This is an optimization exercise on Yosys and OpenROAD, whose aim is small area, not a production implementation. Only simulation tests tie the RTL to the original design; equivalence was not proved. Power is estimated from default activity; no workload was simulated.

## oak
Design scl_energy, start of the top module:
module scl_energy (
    input  wire        clk,
    input  wire        rst,               
    input  wire [31:0] cfg_up_thr,        
    input  wire [31:0] cfg_dn_thr,        
    input  wire [16:0] cfg_r_cable,       
    input  wire [8:0]  cfg_i_start,       
    input  wire        in_valid,
    output wire        in_ready,
    input  wire        in_tick,
    input  wire [31:0] in_v,
    input  wire [31:0] in_ih,
    input  wire [31:0] in_il,
    input  wire        in_ovr_v,
    input  wire        in_ovr_ih,
    input  wire        in_ovr_il,
    input  wire        in_lost_v,
    input  wire        in_lost_ih,
    input  wire        in_lost_il,
    output reg         out_valid,
    output wire [63:0] out_e_imp,
    output wire [63:0] out_e_exp,
    output wire [3:0]  out_flags,         
    output wire        out_dir,
    output wire        out_range_low,
    output wire        out_lock,
    output wire [15:0] out_range_sw
);
    localparam [1:0] M_IDLE = 2'd0, M_SMP = 2'd1, M_TK1 = 2'd2, M_TK2 = 2'd3;
    localparam [10:0] K_1599 = 11'd1599;
    localparam [11:0] K_1599X = {K_1599, 1'b0};    
    reg  [6:0]  ph;                  
    reg  [1:0]  md;                  
    wire        smp = (md == M_SMP);
    wire        tk1 = (md == M_TK1);
    wire        tk2 = (md == M_TK2);
    wire        last = (ph == 7'd99);
    reg  [99:0] ra;
    reg  [49:0] rb;
    reg  [24:0] rc;
    reg         z;                   
    reg         pz;                  
    reg         psub;                
    reg         pclr;                
    reg         range_low, lock, dir;
    reg         f_low, f_gap, f_ovr, creep;
    reg         [31:0] r1;           
    reg         [20:0] r2;           
    reg         ca, cc;              
    reg         kc, eq, swinc;       
    reg         sc;                  
    reg         nc;                  
  ...
clock: 20.0 ns
lec_check: 0
abc_area: 1
cap_margin: 0
core_margin: 2
core_utilization: 70
slew_margin: 0
standard.sh (not shown) runs the stock make flow with config.mk's settings and CLKGATE_MAP_FILE= SYNTH_SCRIPT=/design/flow/synth_recipe.tcl, a recipe that flattens the netlist after the stock synthesis.
==> flow/flow/run.sh <==
#!/bin/bash
# The standard ORFS layout (standard.sh), with these changes passed to make:
#  - abc maps for area only (strash; dch; map -a; topo): a copy of ORFS's
#    scripts folder with abc_area.script replaced (SCRIPTS_DIR);
#  - port buffers use the smallest buffer cell, sky130_fd_sc_hd__buf_1;
#  - clock tree synthesis uses clkbuf_4 in small clusters and no dummy loads.
# ORFS's whole output goes to standard.log here; its step logs stay in orfs/logs/.
set -euo pipefail
cp -r "$FLOW_HOME/scripts" scripts_area
cp flow/abc_area.script scripts_area/abc_area.script
export BUFFER_PORTS_ARGS="-buffer_cell sky130_fd_sc_hd__buf_1"
export CTS_ARGS="-sink_clustering_enable -repair_clock_nets -dont_use_dummy_load -buf_list sky130_fd_sc_hd__clkbuf_4 -sink_clustering_size 10 -sink_clustering_max_diameter 40"
sed "s|^make -C |make SCRIPTS_DIR=$PWD/scripts_area -C |" standard.sh > standard_area.sh
bash standard_area.sh > standard.log 2>&1
==> flow/flow/abc_area.script <==
&get -n
&st
&dch
&nf -a
&put
topo
#### Input delta (pine over oak)
Settings: changing CORE_UTILIZATION from 70 to 76.
==> flow/flow/abc_area.script <==
strash
dch
map -a
topo
--- outcome ---
oak was carried through to the last stage, and its layout satisfied the timing, DRC and antenna checks. pine was carried through to the last stage, and its layout satisfied the timing, DRC and antenna checks. Clock group share of total power, pine and oak: lower on pine. Synthesized cell count: pine higher than oak. On wire length of the first global-routing pass, the lower figure sits with oak, not pine. Delta (pine minus oak): maximum buffer depth of the clock tree ~0 delta, clock latency of the later-clocked register in the worst-skew pair +0.06 ns, share of the cycle needed by the critical path after routing ~0 delta, sum of routed wire segments on met1 ~0 delta, total power +about 4.7%. Clock slew at the register clock pins of the worst setup and hold paths: oak vs pine, no meaningful difference. On part of the total power dissipated in sequential elements, the lower figure sits with pine, not oak. Status: sequential power parity (pine, oak).
What birch does differently from pine at the input level:
Settings: setting GPL_ROUTABILITY_DRIVEN to 0 for the first time; setting GPL_TIMING_DRIVEN to 0 for the first time; changing CORE_UTILIZATION from 76 to 70.
[summary]
- birch: number of instances resized during post-cts repair higher than pine
- birch ends up with a sequential share of layout area that is 2.7 points lower than in pine.
- In the reports for pine and birch, the smaller power density relative to cell area belongs to birch.
- Per the comparison of birch with pine, internal power went up about 0.9%; floorplan die width increased by 4.1% relative to the old numbers.
- Against pine, birch reports a arrival time at the worst endpoint that is higher.
- When birch is set beside pine, its design area turns out to be 840 um^2 larger.
- Between birch and pine, the power does not differ in any meaningful way.
- birch completed every stage of the flow, and the final layout passed the timing, DRC and antenna checks.
The following lists how maple was set up differently from birch:
Settings: clearing GPL_TIMING_DRIVEN, which used to be 0; clearing GPL_ROUTABILITY_DRIVEN, which used to be 0.
-- flow/flow/run.sh --
<<< birch, line 1
#!/bin/bash
# The standard ORFS layout (standard.sh), with these changes passed to make:
#  - abc maps for area only (strash; dch; map -a; topo): a copy of ORFS's
#    scripts folder with abc_area.script replaced (SCRIPTS_DIR);
#  - port buffers use the smallest buffer cell, sky130_fd_sc_hd__buf_1;
>>> maple, line 1
#!/bin/bash
# The standard ORFS layout (standard.sh), with these changes passed to make:
#  - abc maps for area only (strash; dch; amap; topo): a copy of ORFS's
#    scripts folder with abc_area.script replaced (SCRIPTS_DIR);
#  - port buffers use the smallest buffer cell, sky130_fd_sc_hd__buf_1;
==> flow/flow/abc_area.script <==
strash
dch
amap
topo
==> summary.txt <==
Taking birch as the reference, in maple area fraction in and, or, nand and nor cells after synthesis fell 4.7 points; power in the clock group about even. Changes observed in maple relative to birch: setup slack has increased, fraction of synthesized cell area in xor and xnor cells now smaller. Looking at routed wire length, maple sits about 9% below birch. Per the comparison of maple with birch, global-route wire length before repair has decreased; total power has decreased.

* * *

Another version of the RTL of scl_energy (not shown whole).
For scale: ~1200 cells after synthesis, ~260 flip-flops, ~350 I/O pins, roughly 0.011 sq mm of cells after synthesis.
export LEC_CHECK = 0
export ABC_AREA = 1
export CAP_MARGIN = 0
export CORE_MARGIN = 2
export CORE_UTILIZATION = 70
export SLEW_MARGIN = 0
create_clock -name core_clock -period 20.0 [get_ports {clk}]
==> flow/flow/run.sh <==
#!/bin/bash
# The standard ORFS layout (standard.sh), with these changes passed to make:
#  - abc maps for area only (strash; dch; map -a; topo): a copy of ORFS's
#    scripts folder with abc_area.script replaced (SCRIPTS_DIR);
#  - port buffers use the smallest buffer cell, sky130_fd_sc_hd__buf_1;
#  - clock tree synthesis uses clkbuf_4 in small clusters and no dummy loads.
# ORFS's whole output goes to standard.log here; its step logs stay in orfs/logs/.
set -euo pipefail
cp -r "$FLOW_HOME/scripts" scripts_area
cp flow/abc_area.script scripts_area/abc_area.script
export BUFFER_PORTS_ARGS="-buffer_cell sky130_fd_sc_hd__buf_1"
export CTS_ARGS="-sink_clustering_enable -repair_clock_nets -dont_use_dummy_load -buf_list sky130_fd_sc_hd__clkbuf_4 -sink_clustering_size 10 -sink_clustering_max_diameter 40"
sed "s|^make -C |make SCRIPTS_DIR=$PWD/scripts_area -C |" standard.sh > standard_area.sh
bash standard_area.sh > standard.log 2>&1
==> flow/flow/abc_area.script <==
strash
dch
map -a
topo
The starting point went through all stages and came out clean.
Rerun with:
--- a/flow/config.mk
+++ b/flow/config.mk
@@ -9,4 +9,4 @@
 export CAP_MARGIN = 0
 export CORE_MARGIN = 2
-export CORE_UTILIZATION = 70
+export CORE_UTILIZATION = 60
 export SLEW_MARGIN = 0
After rerunning: The new run finished clean. Hold slack degrades by 7.6 ps. Power went down slightly. Setup slack got worse by 42 ps.
Rerun with:
--- a/flow/flow/run.sh
+++ b/flow/flow/run.sh
@@ -3,4 +3,5 @@
 #  - abc maps for area only (strash; dch; map -a; topo): a copy of ORFS's
 #    scripts folder with abc_area.script replaced (SCRIPTS_DIR);
+#  - one tie cell drives all constant outputs (SKIP_REPAIR_TIE_FANOUT);
 #  - port buffers use the smallest buffer cell, sky130_fd_sc_hd__buf_1;
 #  - clock tree synthesis uses clkbuf_4 in small clusters and no dummy loads.
@@ -9,4 +10,5 @@
 cp -r "$FLOW_HOME/scripts" scripts_area
 cp flow/abc_area.script scripts_area/abc_area.script
+export SKIP_REPAIR_TIE_FANOUT=1
 export BUFFER_PORTS_ARGS="-buffer_cell sky130_fd_sc_hd__buf_1"
 export CTS_ARGS="-sink_clustering_enable -repair_clock_nets -dont_use_dummy_load -buf_list sky130_fd_sc_hd__clkbuf_4 -sink_clustering_size 10 -sink_clustering_max_diameter 40"
--- a/flow/config.mk
+++ b/flow/config.mk
@@ -9,4 +9,4 @@
 export CAP_MARGIN = 0
 export CORE_MARGIN = 2
-export CORE_UTILIZATION = 60
+export CORE_UTILIZATION = 70
 export SLEW_MARGIN = 0
Wire length falls by 2.4%.
Critical path depth does not change.
Design area goes down by 0.82%.
Hold slack improves by 20 ps.
Worst setup slack degrades by 74 ps.
Area after synthesis stays the same.
Cell count falls by 2.7%.
Total power stays flat.
Utilization increases by 11 points.

* * *

RTL: one of the versions met above, not the one the previous note started from.
Size: ~1200 cells after synthesis, roughly 350 I/O pins, ~11000 um^2 of cells after synthesis.
export LEC_CHECK = 0
export ABC_AREA = 1
export CAP_MARGIN = 0
export CORE_MARGIN = 2
export CORE_UTILIZATION = 70
export SLEW_MARGIN = 0
create_clock -name core_clock -period 20.0 [get_ports {clk}]
==> flow/flow/run.sh <==
#!/bin/bash
# The standard ORFS layout (standard.sh), with these changes passed to make:
#  - abc maps for area only (strash; dch; map -a; topo): a copy of ORFS's
#    scripts folder with abc_area.script replaced (SCRIPTS_DIR);
#  - port buffers use the smallest buffer cell, sky130_fd_sc_hd__buf_1;
#  - clock tree synthesis uses clkbuf_4 in small clusters and no dummy loads.
# ORFS's whole output goes to standard.log here; its step logs stay in orfs/logs/.
set -euo pipefail
cp -r "$FLOW_HOME/scripts" scripts_area
cp flow/abc_area.script scripts_area/abc_area.script
export BUFFER_PORTS_ARGS="-buffer_cell sky130_fd_sc_hd__buf_1"
export CTS_ARGS="-sink_clustering_enable -repair_clock_nets -dont_use_dummy_load -buf_list sky130_fd_sc_hd__clkbuf_4 -sink_clustering_size 10 -sink_clustering_max_diameter 40"
sed "s|^make -C |make SCRIPTS_DIR=$PWD/scripts_area -C |" standard.sh > standard_area.sh
bash standard_area.sh > standard.log 2>&1
Scripts as last shown in full above: flow/flow/abc_area.script
Rerun with:
--- a/flow/flow/run.sh
+++ b/flow/flow/run.sh
@@ -9,4 +9,5 @@
 cp -r "$FLOW_HOME/scripts" scripts_area
 cp flow/abc_area.script scripts_area/abc_area.script
+export SKIP_REPAIR_TIE_FANOUT=1
 export BUFFER_PORTS_ARGS="-buffer_cell sky130_fd_sc_hd__buf_1"
 export CTS_ARGS="-sink_clustering_enable -repair_clock_nets -dont_use_dummy_load -buf_list sky130_fd_sc_hd__clkbuf_4 -sink_clustering_size 10 -sink_clustering_max_diameter 40"
Effect: Wire length is lower by 1.4%; power barely changes; synthesized cell count does not change; die area is unchanged; utilization is lower by 0.71 points.
Rerun with:
--- a/flow/flow/run.sh
+++ b/flow/flow/run.sh
@@ -3,4 +3,5 @@
 #  - abc maps for area only (strash; dch; map -a; topo): a copy of ORFS's
 #    scripts folder with abc_area.script replaced (SCRIPTS_DIR);
+#  - one tie cell drives all constant outputs (SKIP_REPAIR_TIE_FANOUT);
 #  - port buffers use the smallest buffer cell, sky130_fd_sc_hd__buf_1;
 #  - clock tree synthesis uses clkbuf_4 in small clusters and no dummy loads.
Result: The changed run completed without violations. Synthesized area stays the same. Register-to-register slack barely changes. First-iteration DRC count stays the same. Via count stays the same. Combinational power is about the same. Sequential cell count stays the same. Die area is unchanged. Final area is unchanged. Routed wire length does not change.
Rerun with:
==> flow/flow/run.sh (replaced) <==
#!/bin/bash
# The standard ORFS layout (standard.sh, unchanged synthesis), with two
# knobs passed through the environment:
#  - port buffers use the smallest buffer cell, sky130_fd_sc_hd__buf_1;
#  - clock tree synthesis uses clkbuf_4 in small clusters and no dummy loads.
# The whole ORFS output goes to standard.log in this folder; ORFS's per-step
# logs stay under orfs/logs/.
set -euo pipefail
export BUFFER_PORTS_ARGS="-buffer_cell sky130_fd_sc_hd__buf_1"
export CTS_ARGS="-sink_clustering_enable -repair_clock_nets -dont_use_dummy_load -buf_list sky130_fd_sc_hd__clkbuf_4 -sink_clustering_size 10 -sink_clustering_max_diameter 40"
bash standard.sh > standard.log 2>&1
--- a/flow/config.mk
+++ b/flow/config.mk
@@ -7,6 +7,6 @@
 export LEC_CHECK = 0
 export ABC_AREA = 1
-export CAP_MARGIN = 0
+export CAP_MARGIN = 20
 export CORE_MARGIN = 2
 export CORE_UTILIZATION = 70
-export SLEW_MARGIN = 0
+export SLEW_MARGIN = 20
removed: flow/flow/abc_area.script
The changed run finished clean.
Via count is higher by 7.3%.
Synthesized area rose by 7.3%.
Die area is higher by 7.1%.
Total power went up by 1.6%.
Clock-buffer cell count goes up by 2.
Wire length grows by 7.7%.
Sequential power is about the same.
Maximum frequency grows by 1.3%.
Clock power came out higher by about 2%.
Cell area grows by 4.0%.

* * *

Another version of the RTL of scl_energy (not shown whole).
For scale: about 350 I/O pins, roughly 15,000 µm² of cells after synthesis.
Settings: LEC_CHECK=0, ABC_AREA=1, CAP_MARGIN=20, CORE_MARGIN=2, CORE_UTILIZATION=70, CTS_BUF_LIST=sky130_fd_sc_hd__clkbuf_4, SLEW_MARGIN=20; clock period 20.0 ns.
run.sh (not shown) runs the stock make flow with config.mk's settings and CLKGATE_MAP_FILE= SYNTH_SCRIPT=/design/flow/synth_recipe.tcl, a recipe that flattens the netlist after the stock synthesis.
Stock flow here: none of the scripts above is used.
The first run finished with timing, DRC and antenna clean.
Next try:
==> flow/flow/run.sh (new file) <==
#!/bin/bash
# Standard ORFS layout; port buffers use the smallest buffer and CTS uses
# small clock buffers without dummy loads.
set -euo pipefail
export BUFFER_PORTS_ARGS="-buffer_cell sky130_fd_sc_hd__buf_1"
export CTS_ARGS="-sink_clustering_enable -repair_clock_nets -buf_list sky130_fd_sc_hd__clkbuf_4 -dont_use_dummy_load"
bash standard.sh > standard.log 2>&1
==> flow/standard.sh (new file) <==
#!/bin/bash
# synth_recipe.tcl (not shown) runs the flow's synth.tcl, then flattens the netlist and writes it again
# the make line also repeats each setting of config.mk as NAME=value (left out here)
make -C /OpenROAD-flow-scripts/flow DESIGN_CONFIG=/design/flow/config.mk WORK_HOME=/design/flow/orfs CLKGATE_MAP_FILE= SYNTH_SCRIPT=/design/flow/synth_recipe.tcl "${@:-finish}"
CTS_BUF_LIST = not set   (was sky130_fd_sc_hd__clkbuf_4)
removed: flow/run.sh
=> The new run ran to the end with no violations. Clock power fell by about 30%. Core utilization fell by 11 points. Die area stays the same. Sequential share of layout area rose by 3.9 points. Design area fell by 12%. Routed wire length fell by about 25%. Flip-flop and latch count stays the same. Worst setup slack improved by 1.1 ns. Synthesized area stays the same.
Next try:
==> flow/run.sh (new file) <==
#!/bin/bash
# synth_recipe.tcl (not shown) runs the flow's synth.tcl, then flattens the netlist and writes it again
# the make line also repeats each setting of config.mk as NAME=value (left out here)
make -C /OpenROAD-flow-scripts/flow DESIGN_CONFIG=/design/flow/config.mk WORK_HOME=/design/flow/orfs CLKGATE_MAP_FILE= SYNTH_SCRIPT=/design/flow/synth_recipe.tcl finish
ABC_AREA = not set   (was 1)
CORE_UTILIZATION = 40   (was 70)
removed: flow/flow/run.sh
removed: flow/standard.sh
Effect:
- count of clock-buffer cells in the layout drops by 23
- cell area grows by about 18%
- worst setup slack gets worse by 2.9 ns
- register-to-register slack degrades by 1.1 ns
- total power rose by about 17%
- area after synthesis is higher by 1.2%
- cell count went down by 3.2%
- flip-flop and latch count does not change

* * *

scl_energy, a different RTL version from the one above (not shown whole).
For scale: ~1,300 cells after synthesis, roughly 270 flip-flops, about 350 I/O pins, ~11,000 um^2 of cells after synthesis.
// scl_energy
module scl_energy (
    input  wire        clk,
    input  wire        rst,               
    input  wire [31:0] cfg_up_thr,        
    input  wire [31:0] cfg_dn_thr,        
    input  wire [16:0] cfg_r_cable,       
    input  wire [8:0]  cfg_i_start,       
    input  wire        in_valid,
    output wire        in_ready,
    input  wire        in_tick,
    input  wire [31:0] in_v,
    input  wire [31:0] in_ih,
    input  wire [31:0] in_il,
    input  wire        in_ovr_v,
    input  wire        in_ovr_ih,
    input  wire        in_ovr_il,
    input  wire        in_lost_v,
    input  wire        in_lost_ih,
    input  wire        in_lost_il,
    output reg         out_valid,
    output wire [63:0] out_e_imp,
    output wire [63:0] out_e_exp,
    output wire [3:0]  out_flags,         
    output wire        out_dir,
    output wire        out_range_low,
    output wire        out_lock,
    output wire [15:0] out_range_sw
);
    localparam [1:0] M_IDLE = 2'd0, M_SMP = 2'd1, M_TK1 = 2'd2, M_TK2 = 2'd3;
    localparam [10:0] K_1599 = 11'd1599;
    localparam [11:0] K_1599X = {K_1599, 1'b0};    
    reg  [6:0]  ph;                  
    reg  [1:0]  md;                  
    wire        smp = (md == M_SMP);
    wire        tk1 = (md == M_TK1);
    wire        tk2 = (md == M_TK2);
    wire        last = (ph == 7'd99);
    reg  [99:0] ra;
    reg  [49:0] rb;
    reg  [24:0] rc;
    reg         z;                   
    reg         pz;                  
    reg         psub;                
    reg         pclr;                
    reg         range_low, lock, dir;
    reg         f_low, f_gap, f_ovr, creep;
    reg         [31:0] r1;           
    reg         [20:0] r2;           
    reg         ca, cc;              
    reg         kc, eq, swinc;       
    reg         sc;                  
    reg         nc;                  
    reg         sgn, seen, nz;       
    reg         cs, seenc;           
    assign in_ready = (ph == 7'd98) && (smp || tk1);
    reg         pv;                  
    reg         gt_up, lt_dn;        
    reg         seenl;               
    wire        pre     = !ph[5] && ph[6] && !smp;
    wire        lk      = lock | in_lost_il;
    wire        to_high = range_low && (lk || in_ovr_il || gt_up);
  ...
export LEC_CHECK = 0
export ABC_AREA = 1
export CAP_MARGIN = 20
export CORE_MARGIN = 2
export CORE_UTILIZATION = 70
export SLEW_MARGIN = 20
create_clock -name core_clock -period 20.0 [get_ports {clk}]
standard.sh (not shown) runs the stock make flow with config.mk's settings and CLKGATE_MAP_FILE= SYNTH_SCRIPT=/design/flow/synth_recipe.tcl, a recipe that flattens the netlist after the stock synthesis.
==> flow/flow/run.sh <==
#!/bin/bash
# The standard ORFS layout (standard.sh), with these changes passed to make:
#  - abc maps for area only (strash; dch; map -a; topo): a copy of ORFS's
#    scripts folder with abc_area.script replaced (SCRIPTS_DIR);
#  - port buffers use the smallest buffer cell, sky130_fd_sc_hd__buf_1;
#  - clock tree synthesis uses clkbuf_4 in small clusters and no dummy loads.
# ORFS's whole output goes to standard.log here; its step logs stay in orfs/logs/.
set -euo pipefail
cp -r "$FLOW_HOME/scripts" scripts_area
cp flow/abc_area.script scripts_area/abc_area.script
export BUFFER_PORTS_ARGS="-buffer_cell sky130_fd_sc_hd__buf_1"
export CTS_ARGS="-sink_clustering_enable -repair_clock_nets -dont_use_dummy_load -buf_list sky130_fd_sc_hd__clkbuf_4 -sink_clustering_size 10 -sink_clustering_max_diameter 40"
sed "s|^make -C |make SCRIPTS_DIR=$PWD/scripts_area -C |" standard.sh > standard_area.sh
bash standard_area.sh > standard.log 2>&1
==> flow/flow/abc_area.script <==
strash
dch
map -a
topo
Next try:
--- a/flow/config.mk
+++ b/flow/config.mk
@@ -10,3 +10,3 @@
 export CORE_MARGIN = 2
-export CORE_UTILIZATION = 70
+export CORE_UTILIZATION = 80
 export SLEW_MARGIN = 20
The changed run died in 5_1_grt, error GRT-0232. Synthesized cell count does not change. Area after synthesis stays the same.
Next try:
==> flow/flow/run.sh (replaced) <==
#!/bin/bash
# The standard ORFS layout (standard.sh, unchanged synthesis), with two
# knobs passed through the environment:
#  - port buffers use the smallest buffer cell, sky130_fd_sc_hd__buf_1;
#  - clock tree synthesis uses clkbuf_4 in small clusters and no dummy loads.
# The whole ORFS output goes to standard.log in this folder; ORFS's per-step
# logs stay under orfs/logs/.
set -euo pipefail
export BUFFER_PORTS_ARGS="-buffer_cell sky130_fd_sc_hd__buf_1"
export CTS_ARGS="-sink_clustering_enable -repair_clock_nets -dont_use_dummy_load -buf_list sky130_fd_sc_hd__clkbuf_4 -sink_clustering_size 10 -sink_clustering_max_diameter 40"
bash standard.sh > standard.log 2>&1
--- a/flow/config.mk
+++ b/flow/config.mk
@@ -10,3 +10,3 @@
 export CORE_MARGIN = 2
-export CORE_UTILIZATION = 80
+export CORE_UTILIZATION = 70
 export SLEW_MARGIN = 20
removed: flow/flow/abc_area.script
What happened:
- This time the run finished clean
- synthesized area is higher by a few percent
- synthesized cell count is higher by roughly a tenth

[separate check: timing with driven ports]
In the flow no input, the clock included, has a driving cell. The finished layouts below were timed again as built, in two steps.
Step 1, drivers: a clkbuf_16 drives clk and a buf_2 each remaining input, both assumed.
Step 2 times the ports against the registers' clock, not the clock port: input delays grow and output delays shrink by t, the midpoint of the rising clock arrivals with the driver on.
Slacks: ideal ports / drivers / drivers and shift; pairs: ideal ports / drivers.
| run | t, ns | setup WS [ns] | hold WS [ns] | worst setup path at the end | worst slew at a driven data input, ns |
|---|---|---|---|---|---|
| oak | 0.623 | 0.588 / 0.613 / -0.010 | 0.287 / 0.287 / 0.287 | input to register | 0.05 |
| pine | 0.669 | 0.609 / 0.612 / -0.057 | 0.310 / 0.310 / 0.310 | input to register | 0.06 |
| birch | 0.639 | 0.515 / 0.502 / -0.138 | 0.284 / 0.284 / 0.284 | input to register | 0.09 |
| maple | 0.620 | 0.544 / 0.567 / -0.053 | 0.302 / 0.302 / 0.302 | input to register | 0.06 |
| the first run of note 2 | 0.616 | 0.621 / 0.636 / 0.020 | 0.291 / 0.291 / 0.291 | input to register | 0.11 |
| the second run of note 2 | 0.629 | 0.579 / 0.586 / -0.043 | 0.283 / 0.283 / 0.283 | input to register | 0.07 |
| the third run of note 2 | 0.616 | 0.505 / 0.523 / -0.093 | 0.303 / 0.303 / 0.303 | input to register | 0.09 |
| the first run of note 3 | 0.635 | 0.644 / 0.657 / 0.022 | 0.297 / 0.297 / 0.297 | input to register | 0.07 |
| the second run of note 3 | 0.636 | 0.593 / 0.564 / -0.072 | 0.296 / 0.296 / 0.296 | input to register | 0.09 |
| the third run of note 3 | 0.636 | 0.593 / 0.564 / -0.072 | 0.296 / 0.296 / 0.296 | input to register | 0.09 |
| the fourth run of note 3 | 0.633 | 0.851 / 0.864 / 0.231 | 0.284 / 0.284 / 0.284 | input to register | 0.06 |
| the first run of note 4 | 0.766 | 6.526 / 6.523 / 5.756 | 0.235 / 0.235 / 0.235 | input to register | 0.07 |
| the second run of note 4 | 0.722 | 7.599 / 7.609 / 6.888 | 0.245 / 0.245 / 0.245 | input to register | 0.07 |
| the third run of note 4 | 0.597 | 4.677 / 4.696 / 4.099 | 0.324 / 0.324 / 0.324 | input to register | 0.10 |
| the first run of note 5 | 0.630 | 0.549 / 0.577 / -0.053 | 0.303 / 0.303 / 0.303 | input to register | 0.06 |
| the third run of note 5 | 0.652 | 0.897 / 0.917 / 0.265 | 0.277 / 0.277 / 0.277 | input to register | 0.05 |
With both steps, setup timing fails in 9 of these runs, where it was met with ideal ports. The setup slack of the first run of note 4, which loses most, moves by -0.003 ns with the drivers and by -0.770 ns with both steps.
